This is an optimization exercise on Yosys and OpenROAD, whose aim is small area and a short achievable clock period, not a production implementation. Function was checked by simulation only, so behaviour that the tests miss may differ from the original. Power and IR drop assume default switching activity.

==> flow/design.v (outline; a module is shown in full before it is edited, if it fits) <==
// module yuv_rgb: 3364 lines
// module yuv_rgb_fa: 10 lines
module yuv_rgb (
    input  wire        clk,
    input  wire        rst,
    input  wire        in_valid,
    input  wire [1:0]  in_matrix,
    input  wire        in_full,
    input  wire        in_ten,
    input  wire [9:0]  in_c0,
    input  wire [9:0]  in_c1,
    input  wire [9:0]  in_c2,
    output reg         out_valid,
    output reg  [15:0] out_r,
    output reg  [15:0] out_g,
    output reg  [15:0] out_b
);
  // ...
==> flow/flow/run.sh <==
#!/bin/bash
# The standard layout (standard.sh), with ORFS's setup repair aimed at
# TARGET_NS rather than at the clock period, and allowed to change a cell's
# footprint (e.g. a stronger flip-flop): the constraints are unchanged, only
# the repair works towards more slack. make's full output goes to make.log
# here; ORFS's own per-step logs are under orfs/logs.
set -euo pipefail
TARGET_NS=${TARGET_NS:-3.6}
M=$(python3 -c "print(round($FLOW_PERIOD_NS - $TARGET_NS, 3))")
bash standard.sh SETUP_SLACK_MARGIN=$M MATCH_CELL_FOOTPRINT=0 finish > make.log 2>&1
==> flow/standard.sh <==
#!/bin/bash
# synth_recipe.tcl (not shown) runs the flow's synth.tcl, then flattens the netlist and writes it again
# the make line also repeats each setting of config.mk as NAME=value (left out here)
make -C /OpenROAD-flow-scripts/flow DESIGN_CONFIG=/design/flow/config.mk WORK_HOME=/design/flow/orfs CLKGATE_MAP_FILE= SYNTH_SCRIPT=/design/flow/synth_recipe.tcl "${@:-finish}"
==> flow/config.mk <==
export PLATFORM = sky130hd
export DESIGN_NAME = yuv_rgb
export DESIGN_NICKNAME = yuv_rgb
export VERILOG_FILES = /design/flow/design.v
export SDC_FILE = /design/flow/constraint.sdc
export NUM_CORES = 4
export LEC_CHECK = 0
export ABC_AREA = 1
export CAP_MARGIN = 20
export CORE_MARGIN = 2
export CORE_UTILIZATION = 40
export SLEW_MARGIN = 20
export SYNTH_HIERARCHICAL = 1
export SYNTH_MINIMUM_KEEP_SIZE = 0
==> flow/constraint.sdc <==
create_clock -name core_clock -period 13.0 [get_ports {clk}]
set_input_delay 2.6000 -clock core_clock [delete_from_list [all_inputs] [get_ports {clk}]]
set_output_delay 2.6000 -clock core_clock [all_outputs]
set_load 0.01 [all_outputs]
==> flow_metrics.py, run 1 <==
metrics = {
    "final_layout": {
        "clock_area_share_pct": 5.365,
        "multi_input_area_share_pct": 54.55,
        "seq_cells": 610,
        "final_cell_mix": "1136 x nand2_1, 573 x dfxtp_1, 469 x fa_1",
        "bufAreaShareNonClock_pct": 4.940,
    },
    "timing": {
        "final.setup.worst_slack_ns": 9.198,
        "fmax_mhz": 263.0,
        "relSlewSlack_pct": 15.40,
        "worst_slew_pin_slew_ns": 1.264,
        "fin_hold_ws_ns": 0.3163,
        "fin_crit_sh_pct": 29.24,
        "skew_ns": 0.03630,
        "setup_violations": 0,
        "setup-tns-final_ns": 0,
    },
    "synth": {
        "synth_area_sq_um": 38030,
        "synth_commonest_cells": "1152 x nand2_1, 610 x dfxtp_1, 478 x fa_1",
        "synthCells": 4271,
        "synth-simple-area-share_pct": 17.38,
        "synth_area_leader_cell": "dfxtp_1",
        "synth-seq-cells": 610,
    },
    "clock_network": {
        "hold_buffers": 0,
        "postCtsSetupRepairBufs": 57,
        "tritoncts": "built",
        "ctsLongestPathBuffers": 3,
    },
    "die": {
        "boundaryPins": 86,
        "core_sq_um": 94590,
        "tap_cells": 1265,
        "rows": 113,
    },
    "placement": {
        "dp_cells": 5476,
    },
    "drt": {
        "wl_per_cell_microns": 37.75,
        "antenna_left": 0,
        "dr_wl_met2_microns": 85020,
    },
    "critical_path": {
        "crit_path_cell_trace": "clkinvlp_4 > buf_4 > o221ai_1 > fa_1 > fa_1 > fa_1",
        "cp-start-kind": "register",
        "cp_top_family": "adder cells",
        "path_buf_inv": 2,
    },
    "power": {
        "swShare_pct": 48.89,
        "pwr-share-seq_pct": 22.4,
        "p_sw_mw": 6.336,
    },
    "flow_run": {
        "drv_cap": 0,
    },
    "global_routing": {
        "grt_usage_pct": 43.72,
    },
    "status": {
        "status": "no timing/DRC/antenna violations",
    },
}
==> run 2: changes to the inputs <==
==> flow/flow/run.sh (replaced) <==
#!/bin/bash
# The standard layout (standard.sh), with ORFS's setup repair aimed at
# TARGET_NS rather than at the clock period: the constraints are unchanged,
# only the repair works towards more slack. make's full output goes to
# make.log here; ORFS's own per-step logs are under orfs/logs.
set -euo pipefail
TARGET_NS=${TARGET_NS:-3.6}
M=$(python3 -c "print(round($FLOW_PERIOD_NS - $TARGET_NS, 3))")
bash standard.sh SETUP_SLACK_MARGIN=$M finish > make.log 2>&1
==> flow_metrics.py, run 2 <==
metrics = {
    "clock_network": {
        "hold_buffers": 0,
        "clk_latency_ns": 0.69,
        "h-tree-depth": 3,
        "ctsLongestPathBuffers": 3,
        "cts_buffers": 70,
        "tritoncts": "built",
        "clock-sinks": 610,
        "clk_pin_slew_ns": 0.06,
        "root_buffer": "clkbuf_16",
    },
    "final_layout": {
        "stdcell_area_sq_um": 44380,
        "reg_top3": "out_b x16, out_g x16, out_r x16",
        "nNetsFinal": 5011,
        "drive_gt1_share_pct": 14.28,
        "syn_to_final_growth_pct": 16.70,
        "layout_commonest_cell": "nand2_1",
        "final_cell_mix": "1135 x nand2_1, 558 x dfxtp_1, 459 x fa_1",
    },
    "global_routing": {
        "grt.met2_usage_pct": 64.45,
        "met3_usage_pct": 18.01,
        "grt_pass1_wl_microns": 300000,
        "grt.overflow.total": 0,
        "grt_usage_pct": 45.64,
        "antenna_found_initial": 12,
        "grt_pass1_vias": 34600,
        "top_usage_layer": "met2",
        "met1_usage_pct": 55.06,
        "grt_max_degree": 44,
    },
    "drt": {
        "drt_iter0_drc": 4764,
        "avgViaCountPerCell": 6.118,
        "wirelength_microns": 224400,
        "antenna_left": 0,
        "wl_per_cell_microns": 39.38,
        "drc": 0,
        "firstDrtPassIters": 6,
        "vias": 34860,
    },
    "critical_path": {
        "r2r_end": "qg_1528$_DFF_P_",
        "end_kind": "register",
        "arrival_ns": 4.32,
        "path_max_fanout": 16,
        "crit_type": "register to register",
        "required_ns": 13.54,
        "timing.rr.start": "p_scr_z[1]$_DFF_P_",
        "cp-start-kind": "register",
        "rrSetupSlack_ns": 9.22,
        "reg2reg_depth": 6,
    },
    "timing": {
        "relSlewSlack_pct": 24.10,
        "setup_violations": 0,
        "slew_violations": 0,
        "fin_crit_ns": 3.782,
        "setup-tns-final_ns": 0,
        "hold_viol": 0,
        "worst_slew_pin_slew_ns": 1.137,
        "fmax_mhz": 264.4,
        "fin_crit_sh_pct": 29.09,
        "skew_ns": 0.04240,
        "rsz0062_at_grt": "true",
    },
    "synth": {
        "synth_area_leader_cell": "dfxtp_1",
        "synthCells": 4271,
        "yosys-top-cells-area": "dfxtp_1 32%, fa_1 25%, nand2_1 11%",
        "synth-seq-cells": 610,
        "synth_area_sq_um": 38030,
        "synth_top_area_share_pct": 32.11,
        "synth-main-ff-cell": "dfxtp_1",
        "synth_commonest_cells": "1152 x nand2_1, 610 x dfxtp_1, 478 x fa_1",
        "ys_async_sr_fraction_pct": 0,
        "synth.most_common_cell": "nand2_1",
        "synth_nets": 4905,
        "yosysWarnings": 7,
        "yosys.cell_types.count": 55,
        "ys_seq_area_share_pct": 32.11,
        "avgSynthCellArea_sq_um": 8.905,
        "synth_edf_count": 0,
    },
    "status": {
        "status": "no timing/DRC/antenna violations",
    },
    "placement": {
        "hpwl_microns": 172700,
        "place_area_sq_um": 40280,
        "io_buffers": 85,
        "gp_congestion": 1.090,
    },
    "power": {
        "power_density_nw_per_um2": 290.4,
        "peakVddDrop_mv": 0.2788,
        "power.leakage_nw": 19.72,
    },
    "hold_path": {
        "holdPathStages": 0,
        "holdCritStartpoint": "p_ten$_DFF_P_",
        "hp-class": "register to register",
        "hold_path_end": "q_ten$_DFF_P_",
    },
    "die": {
        "boundaryPins": 86,
        "rows": 113,
        "core_sq_um": 94590,
        "die_area_sq_um": 97570,
        "fp.dieH_microns": 312.4,
        "die_w_microns": 312.4,
        "start_util_pct": 40.21,
    },
    "flow_run": {
        "drv_cap": 0,
    },
}
## run 2: worst max path at each step
stage | end | slack, ns | depth (start not counted) | start
CTS | out_g[9] | 9.28 | 1 | out_g[9]$_DFF_P_
global route | qy_249$_DFF_P_ | 9.13 | 12 | yen_0$_DFF_P_
detailed placement | kc119$_DFF_P_ | 6.66 | 6 | in_full
floorplan | kc145$_DFF_P_ | 9.38 | 10 | in_matrix[1]
global placement | kc119$_DFF_P_ | 6.73 | 6 | in_full
finish | qg_1528$_DFF_P_ | 9.22 | 6 | p_scr_z[1]$_DFF_P_
## run 2: cell families after synthesis
family,count (synthesis),synth area share (%)
DFF,610,32.11
xor gates and xnor gates,37,0.8521
buffers and inverters,623,6.359
and+or+nand+nor,1633,17.38
adders and majority gates,597,29.08
AOI/OAI and AO/OA,771,14.23
## run 2: critical path: stages (launching register included)
cell	delay, ns
dfxtp_1	0.30
buf_4	0.35
clkinvlp_4	0.71
o211ai_1	0.71
fa_1	0.55
fa_1	0.52
fa_1	0.49
## run 2: final cells by class
| class | instances | area [sq um] |
|---|---|---|
| inverters | 394 | 1633 |
| diodes | 6 | 15.01 |
| clock inverters | 30 | 327.8 |
| repair inverters | 3 | 17.52 |
| fillers | 9025 | 50200 |
| repair buffers | 260 | 2372 |
| flip-flops and latches | 610 | 12290 |
| multi-input cells | 3038 | 24240 |
| well taps | 1265 | 1583 |
| clock buffers | 91 | 1901 |
## run 2: layer usage
metal / up-vias / share of wire [%]
li1: 14410 / -
met1: 17150 / 37
met2: 2479 / 40
met3: 814 / 12
met4: 10 / 10
met5: - / 0.030
## run 2: per-module statistics from Yosys (local to each module, per instance)
module / copies in the design / cell area, sq um / flip-flops and latches
yuv_rgb: 1 / 28540 / 610
yuv_rgb_fa: 474 / 20.02 / 0
## run 2: repair_timing
| action | 4_1_cts | 5_1_grt |
|---|---|---|
| cloned | 8 | 2 |
| buffers inserted | 61 | 18 |
| endpoints found under the setup margin | 415 | 212 |
| resized for setup | 454 | 101 |
| pin swaps | 64 | 27 |
## run 2: report_power, final
part / internal (mW) / switching [mW]
Combinational: 3.01 / 5.00
Sequential: 2.40 / 0.523
Clock: 1.12 / 0.840
Total: 6.53 / 6.36
## run 2: per-stage QoR
step	hold WS [ns]	power [mW]	util (%)	cells	worst slack [ns]
after floorplan	0.3096	7.777	-	4271	9.379
after global placement	0.3278	10.29	42.59	5481	6.727
after detailed placement	0.3175	10.37	42.59	5481	6.659
after CTS	0.3293	12.63	46.35	5671	9.277
after global routing	0.3466	13.83	46.91	5692	9.126
final	0.3265	12.89	46.92	5697	9.218

separate check: timing with driven ports:
No port has a modelled driver above. Below, the same layouts with a new extraction and two added sets of constraints. Step 1 sets driving cells, clkbuf_16 on the clock port and buf_2 on the other inputs (assumed; they add their load-dependent delay and slew). Step 2 adds t to the input delays and takes it off the output delays; t is the mean of the earliest and latest rising clock arrival at the registers after step 1. Input paths then give back, and output paths get back, about the clock's delay inside the block. Slacks: ideal / step 1 / step 2; pairs: ideal / step 1.
run | t, ns | setup slack, ns | clock arrival spread, ns | worst slew at a driven data input, ns | pins driven straight from the clock port
run 1 | 0.712 | 9.198 / 9.198 / 8.740 | 0.039 / 0.039 | 0.08 | 1
run 2 | 0.733 | 9.218 / 9.218 / 8.753 | 0.044 / 0.044 | 0.08 | 1
After both steps every run listed still meets setup and hold. The setup slack of run 2, which loses most, moves by 0.000 ns with the drivers and by -0.465 ns with both steps.
